What follows belongs to an exercise in optimizing a design on an open flow for small area; a production flow would make more cautious choices.
Only simulation tests tie the RTL to the original design; equivalence was not proved.

Setup of run 4:
==> module cfl_queue, before the edit <==
module cfl_queue (
    input  wire        clk,
    input  wire        rst,           
    input  wire        in_valid,      
    input  wire [63:0] in_msg,        
    input  wire        pop,           
    input  wire        clr_drop,      
    output wire        head_valid,
    output wire [63:0] head_msg,
    output wire [6:0]  count,
    output wire [15:0] drop_count,
    output wire        queue_lost,
    output wire        sev_pending,
    output wire        rec_pending
);
    localparam N    = 64;    
    localparam NGEN = 56;    
    reg [61:0]  d [0:N-1];    
    reg [1:0]   c [0:N-1];    
    reg [6:0]   cnt;
    reg [15:0]  drops;
    reg         lost;
    integer i;
    reg [N:0] occ;            
    always @* begin
        for (i = 0; i <= N; i = i + 1)
            occ[i] = (i < cnt);
    end
    wire [N-1:0] hsel    = occ[N-1:0] & ~occ[N:1];    
    wire         pop_eff = pop & occ[0];
    wire [6:0]   pcnt    = cnt - {6'd0, pop_eff};
    wire [N-1:0] v1      = occ[N-1:0] & ~(hsel & {N{pop_eff}});    
    reg [N-1:0] isn, isr;
    always @* begin
        for (i = 0; i < N; i = i + 1) begin
            isn[i] = v1[i] & ~c[i][1] & ~c[i][0];
            isr[i] = v1[i] & ~c[i][1] &  c[i][0];
        end
    end
    wire any_not = |isn;
    wire any_rec = |isr;
    wire [N-1:0] tgt = any_not ? isn : isr;
    reg  [N-1:0] to_old, to_new;
    reg          a1, a2;
    always @* begin
        a1 = 1'b0;
        for (i = N - 1; i >= 0; i = i - 1) begin
            a1        = a1 | tgt[i];
            to_old[i] = a1;
        end
        a2 = 1'b0;
        for (i = 0; i < N; i = i + 1) begin
            to_new[i] = ~a2;
            a2        = a2 | tgt[i];
        end
    end
    wire [1:0] in_cls   = in_msg[49:48];
    wire       in_sev   = in_cls[1];            
    wire       in_not   = (in_cls == 2'd0);
    wire       full_gen = (pcnt >= NGEN);
    wire       full_all = pcnt[6];
    wire       full     = in_sev ? full_all : full_gen;
    wire       rem_en   = in_valid & full & (any_not | (any_rec & ~in_not));
    wire       append   = in_valid & (~full | rem_en);
    wire       drop_inc = in_valid & full & (any_not | in_not);
    wire       lost_now = in_valid & full & ~any_not & ~in_not & (~in_sev | ~any_rec);
    wire       use_new  = ~any_not & ~in_sev;
    wire [N-1:0] to_top = {v1[N-2:0], 1'b1};    
    wire [N-1:0] sh = {N{append}} &
                      (rem_en ? (use_new ? to_new : to_old) : to_top);
    reg pol;
    always @(posedge clk)
        pol <= rst ? 1'b0 : ~pol;
    wire [61:0] in_p = {in_msg[63:50], in_msg[47:0]} ^ {62{pol}};
    wire [61:0] d_nxt [0:N-1];
    genvar gs, gb;
    generate
        for (gs = 0; gs < N; gs = gs + 1) begin : g_slot
            wire        nsh   = ~sh[gs];
            wire [61:0] below = (gs == 0) ? in_p : d[gs == 0 ? 0 : gs - 1];
            for (gb = 0; gb < 11; gb = gb + 1) begin : g_grp
                localparam W = (gb < 10) ? 6 : 2;
                cfl_queue_mux #(.W(W)) u_mux (
                    .sh   (sh[gs]),
                    .nsh  (nsh),
                    .below(below[6*gb+W-1:6*gb]),
                    .own  (d[gs][6*gb+W-1:6*gb]),
                    .nxt  (d_nxt[gs][6*gb+W-1:6*gb]));
            end
        end
    endgenerate
    always @(posedge clk)
        for (i = 0; i < N; i = i + 1)
            d[i] <= d_nxt[i];
    always @(posedge clk) begin
        if (sh[0])
            c[0] <= in_msg[49:48];
        for (i = 1; i < N; i = i + 1)
            if (sh[i])
                c[i] <= c[i - 1];
    end
    always @(posedge clk) begin
        if (rst) begin
            cnt   <= 7'd0;
            drops <= 16'd0;
            lost  <= 1'b0;
        end else begin
            cnt  <= pcnt - {6'd0, rem_en} + {6'd0, append};
            lost <= lost_now;
            if (clr_drop)
                drops <= {15'd0, drop_inc};
            else if (drop_inc && drops != 16'hFFFF)
                drops <= drops + 16'd1;
        end
    end
    wire [63:0] hraw;
    genvar gr;
    generate
        for (gr = 0; gr < 8; gr = gr + 1) begin : g_rd
            wire [8*N-1:0] cols;
            for (gs = 0; gs < N; gs = gs + 1) begin : g_c
                if (gr < 7) begin : g_d
                    assign cols[8*gs+7:8*gs] = d[gs][8*gr+7:8*gr];
                end else begin : g_k
                    assign cols[8*gs+7:8*gs] = {c[gs], d[gs][61:56]};
                end
            end
            cfl_queue_rd u_rd (.sel(hsel), .cols(cols), .y(hraw[8*gr+7:8*gr]));
        end
    endgenerate
    wire [61:0] hsto = hraw[61:0];
    wire [1:0]  hcls = hraw[63:62];
    reg sev_any, rec_any;
    always @* begin
        sev_any = 1'b0;
        rec_any = 1'b0;
        for (i = 0; i < N; i = i + 1) begin
            sev_any = sev_any | (occ[i] & c[i][1]);
            rec_any = rec_any | (occ[i] & ~c[i][1] & c[i][0]);
        end
    end
    wire [61:0] hdat = hsto ^ {62{pol}};
    wire [63:0] hmsg = {hdat[61:48], hcls, hdat[47:0]};
    assign head_valid  = (cnt != 7'd0);
    assign head_msg    = hmsg;
    assign count       = cnt;
    assign drop_count  = drops;
    assign queue_lost  = lost;
    assign sev_pending = sev_any;
    assign rec_pending = rec_any;
endmodule
export LEC_CHECK = 0
export CAP_MARGIN = 20
export CORE_MARGIN = 2
export CORE_UTILIZATION = 60
export SLEW_MARGIN = 35
export SYNTH_HIERARCHICAL = 1
create_clock -name core_clock -period 12.0 [get_ports {clk}]
standard.sh (not shown) runs the stock make flow with config.mk's settings and CLKGATE_MAP_FILE= SYNTH_SCRIPT=/design/flow/synth_recipe.tcl, a recipe that flattens the netlist after the stock synthesis.
==> flow/flow/run.sh <==
#!/bin/bash
# The standard layout (standard.sh: ORFS synthesis to final), with three
# changes passed to ORFS through its own variables:
#  - the port buffers are the smallest buffer cell, sky130_fd_sc_hd__buf_1
#    (ORFS otherwise picks sky130_fd_sc_hd__clkdlybuf4s50_1);
#  - the buffers synthesis left are removed at floorplan, without the
#    floorplan-stage timing repair (ORFS REMOVE_ABC_BUFFERS);
#  - clock tree synthesis clusters up to 30 sinks within 80 um per leaf
#    buffer and inserts no dummy loads.
# The make output goes to flow.log in this folder; ORFS keeps each step's
# full log under orfs/logs/.
set -euo pipefail
cd "$(dirname "$0")/.."
export BUFFER_PORTS_ARGS="-buffer_cell sky130_fd_sc_hd__buf_1"
export REMOVE_ABC_BUFFERS=1
export CTS_ARGS="-sink_clustering_enable -repair_clock_nets -dont_use_dummy_load -sink_clustering_size 30 -sink_clustering_max_diameter 80"
bash standard.sh finish > flow.log 2>&1
No stage failed in run 4, and the final checks on the layout all came back clean.
Setup changes, run 4 to run 5
diff --git a/flow/design.v b/flow/design.v
--- a/flow/design.v
+++ b/flow/design.v
@@ -17,8 +17,10 @@
     localparam NGEN = 56;    
     reg [61:0]  d [0:N-1];    
     reg [1:0]   c [0:N-1];    
     reg [6:0]   cnt;
+    reg [6:0]   n_not;        
+    reg [6:0]   n_rec;        
     reg [15:0]  drops;
     reg         lost;
     integer i;
     reg [N:0] occ;            
@@ -36,10 +38,12 @@
             isn[i] = v1[i] & ~c[i][1] & ~c[i][0];
             isr[i] = v1[i] & ~c[i][1] &  c[i][0];
         end
     end
-    wire any_not = |isn;
-    wire any_rec = |isr;
+    wire pop_not = pop_eff & (hcls == 2'd0);
+    wire pop_rec = pop_eff & (hcls == 2'd1);
+    wire any_not = (n_not != {6'd0, pop_not});
+    wire any_rec = (n_rec != {6'd0, pop_rec});
     wire [N-1:0] tgt = any_not ? isn : isr;
     reg  [N-1:0] to_old, to_new;
     reg          a1, a2;
     always @* begin
@@ -101,12 +105,18 @@
     end
     always @(posedge clk) begin
         if (rst) begin
             cnt   <= 7'd0;
+            n_not <= 7'd0;
+            n_rec <= 7'd0;
             drops <= 16'd0;
             lost  <= 1'b0;
         end else begin
             cnt  <= pcnt - {6'd0, rem_en} + {6'd0, append};
+            n_not <= n_not - {6'd0, pop_not} - {6'd0, rem_en & any_not}
+                           + {6'd0, append & in_not};
+            n_rec <= n_rec - {6'd0, pop_rec} - {6'd0, rem_en & ~any_not}
+                           + {6'd0, append & (in_cls == 2'd1)};
             lost <= lost_now;
             if (clr_drop)
                 drops <= {15'd0, drop_inc};
             else if (drop_inc && drops != 16'hFFFF)
@@ -129,17 +139,10 @@
         end
     endgenerate
     wire [61:0] hsto = hraw[61:0];
     wire [1:0]  hcls = hraw[63:62];
-    reg sev_any, rec_any;
-    always @* begin
-        sev_any = 1'b0;
-        rec_any = 1'b0;
-        for (i = 0; i < N; i = i + 1) begin
-            sev_any = sev_any | (occ[i] & c[i][1]);
-            rec_any = rec_any | (occ[i] & ~c[i][1] & c[i][0]);
-        end
-    end
+    wire sev_any = (cnt != n_not + n_rec);
+    wire rec_any = (n_rec != 7'd0);
     wire [61:0] hdat = hsto ^ {62{pol}};
     wire [63:0] hmsg = {hdat[61:48], hcls, hdat[47:0]};
     assign head_valid  = (cnt != 7'd0);
     assign head_msg    = hmsg;
==> run summary <==
- Run 5: xor and xnor fraction of the mapped netlist area is 0.35 points higher than what run 4 reported.
- Going from run 4 to run 5, delay contributed by the slowest stage of the critical path went down 0.17 ns; flip-flop and latch count after synthesis now sits higher; clock slew seen by the registers of the worst setup and hold paths neither gained nor lost much; detailed-route via count saw a decrease.
- Diff run 4 -> run 5 | layout-stage area growth over the synthesis result | decrease of 0.38 points
- Slew of the pin with the lowest slew margin, run 4 and run 5: smaller value in run 5
- Run 5 reports a lower core utilization than run 4 does.
- Detailed route wirelength on metal3 was higher in run 4 than in run 5.
- Cell area after synthesis across run 4 and run 5: no real change.
- Looking only at routed metal-1 wire length, and setting everything else aside, the higher value of run 4 and run 5 goes to run 4.
- [compare] base=run 4 new=run 5: flip-flop and latch share of the layout cell area rose by 0.38 points, final instance count without filler cells shows a reduction of 1.1%, maximum net fanout on the critical path has decreased.

-- separate check: timing with driven ports --
The results above use ideal ports. As a check the final layouts listed here were re-extracted and re-timed, cells and wires unchanged. Step 1 (the two cells are an assumption about what drives the block):
set clk [get_ports {clk}]
set_driving_cell -lib_cell sky130_fd_sc_hd__clkbuf_16 $clk
set_driving_cell -lib_cell sky130_fd_sc_hd__buf_2 [delete_from_list [all_inputs] $clk]
Step 2 also shifts input and output timing later by t, the mid clock arrival at the registers, as if the neighbouring blocks saw the same clock. Three values: ideal, step 1, step 2; two values: the first two.
run | t (ns) | setup slack, ns | worst data-port slew with drivers (ns) | pins driven straight from the clock port
run 4 | 0.956 | 2.327 / 2.224 / 1.839 | 0.13 | 1
run 5 | 0.945 | 1.855 / 1.855 / 1.855 | 0.06 | 1
After both steps setup and hold are still met in every run listed. For run 4, which loses most, drivers alone change the setup slack by -0.103 ns; drivers and shift together by -0.488 ns.
